Background: an optimization exercise with open tools, aiming at small area, a short achievable clock period and few clock cycles. Do not read the settings as production practice. In this exercise RTL edits were held to simulation tests only and were not proved equivalent to the original. Power and IR drop assume default switching activity.

== run E ==
Design fondant_dec, start of the top module:
module fondant_dec (
    input  wire        clk,
    input  wire        rst,
    input  wire        start,
    output wire        start_ready,
    input  wire [4:0]  s_depth,        
    input  wire [4:0]  s_k,            
    input  wire [3:0]  s_rows_m1,
    input  wire [5:0]  s_cols_m1,
    input  wire [15:0] s_len,          
    input  wire        in_valid,
    output wire        in_ready,
    input  wire [31:0] in_data,
    output reg         pix_valid,
    output reg  [15:0] pix_y,
    output reg         done
);
    localparam [1:0] S_IDLE  = 2'd0,
                     S_DIV   = 2'd1,
                     S_RUN   = 2'd2,
                     S_DRAIN = 2'd3;
    reg [1:0] state;
    reg       start_ready_r;
    reg       in_ready_r;        
    reg       rdy;               
    assign start_ready = start_ready_r;
    assign in_ready    = in_ready_r;
    wire take_start = start & (state == S_IDLE);
    reg [4:0]  b_r;
    reg [4:0]  k_r;
    reg [3:0]  rows_m1_r;
    reg [5:0]  cols_m1_r;
    reg [10:0] wrem;              
    wire [5:0] w6 = {k_r, 1'b1};
    wire [2:0] kbl = k_r[4] ? 3'd5 : k_r[3] ? 3'd4 : k_r[2] ? 3'd3 :
                     k_r[1] ? 3'd2 : k_r[0] ? 3'd1 : 3'd0;
    wire [4:0] bb_c = b_r - {2'b00, kbl};
    reg [4:0]  bb;                
    wire [5:0] flen_esc = {1'b0, bb} + 6'd16;      
  ...
export LEC_CHECK = 0
export ABC_AREA = 1
export CAP_MARGIN = 20
export CORE_MARGIN = 2
export CORE_UTILIZATION = 65
export CTS_BUF_LIST = sky130_fd_sc_hd__clkbuf_16
export CTS_CLUSTER_DIAMETER = 90
export CTS_CLUSTER_SIZE = 28
export PLACE_DENSITY = 0.75
export SLEW_MARGIN = 20
create_clock -name core_clock -period 36.0 [get_ports {clk}]
standard.sh (not shown) runs the stock make flow with config.mk's settings and CLKGATE_MAP_FILE= SYNTH_SCRIPT=/design/flow/synth_recipe.tcl, a recipe that flattens the netlist after the stock synthesis.
==> flow/flow/run.sh <==
#!/bin/bash
set -euo pipefail
export BUFFER_PORTS_ARGS="-buffer_cell sky130_fd_sc_hd__buf_1"
export SETUP_SLACK_MARGIN=28
bash standard.sh > make.log 2>&1
Testbench counts of run E, summed over its fixed seeds: cycles 330,320.
Inputs modified between run E and run C:
--- a/flow/design.v
+++ b/flow/design.v
@@ -171,14 +171,14 @@
     wire        q_full   = vsum[2] & ~pop;
     wire        wl_more_o = ~((in_ready_r & acc_d) ? wr_is2 :
                               (in_ready_r | acc_d) ? wr_is1 : wr_is0);
     wire [2:0]  vsum_o    = {2'b00, v0} + {2'b00, v1} + {2'b00, v2} + {2'b00, v3} + {2'b00, in_ready_r};
     wire        q_full_o  = vsum_o[2] & ~pop;
     reg [15:0] ring [0:63];
-    reg [15:0] cr;                
     reg [15:0] dreg;              
+    wire [15:0] cr = ring[0];     
     wire [15:0] lc = cr;
     wire [15:0] uc = ring[63];
     wire [15:0] dc = dreg;
     wire        lt_du  = (dc < uc);
     wire        lt_lu  = (lc < uc);
     wire        lt_ld  = (lc < dc);
@@ -320,13 +320,12 @@
             for (ri = 63; ri > 0; ri = ri - 1)
                 ring[ri] <= ring[ri - 1];
             ring[0] <= ctake ? code : ring[63];
         end
         sc <= (ctake & pfirst) ? 6'd1 : sc + 6'd1;
         if (ctake) begin
-            cr    <= code;
             dreg  <= uc;
             ylast <= plast;
         end
         pix_y <= yover ? maxv : yraw[15:0];
     end
 endmodule
Findings:
- Between run E and run C, the post-route worst setup slack does not differ in any meaningful way.
- Run C was carried through to the last stage, and its layout satisfied the timing, DRC and antenna checks.
- Compared with run E, in run C TritonCTS buffer count went down 3.3%; share of the core filled with cells in the final layout went down 0.34 points.
- Run E ended up with in_ready as its worst setup path endpoint; run C ended up with start_ready.
- Between run C and run E, the share of final layout cell area taken by non-clock buffers is lower for run E.
- Looking at flop and latch count out of synthesis, run C sits 1.2% below run E.
- Compared with run E, run C is the less power-hungry design.
- Run C improves on run E in register-to-register slack.
- Min fraction of power spent switching nets across run C and run E: run C
- Run C and run E ended up with nearly the same synthesized area divided by synthesized cell count.
Testbench counts of run C, summed over its fixed seeds: cycles 330,320.

static timing again, ports no longer ideal:
In the flow no input, the clock included, has a driving cell. The finished layouts below were timed again as built, in two steps. Step 1: set_driving_cell puts a clkbuf_16 on clk and a buf_2 on each other input, an assumption about the parent block. Step 2, shift: input delay + t, output delay - t, t = (earliest + latest rising clock arrival at the registers) / 2. This alone moves slack from input paths to output paths. Slacks: no drivers / after step 1 / after step 2; pairs: no drivers / after step 1.
| run | t, ns | slack for setup (ns) | slew at the worst register clock pin (ns) |
|---|---|---|---|
| run E | 0.742 | 27.651 / 27.584 / 27.864 | 0.11 / 0.11 |
| run C | 0.734 | 27.648 / 27.579 / 27.672 | 0.11 / 0.11 |
After both steps every run listed still meets setup and hold.
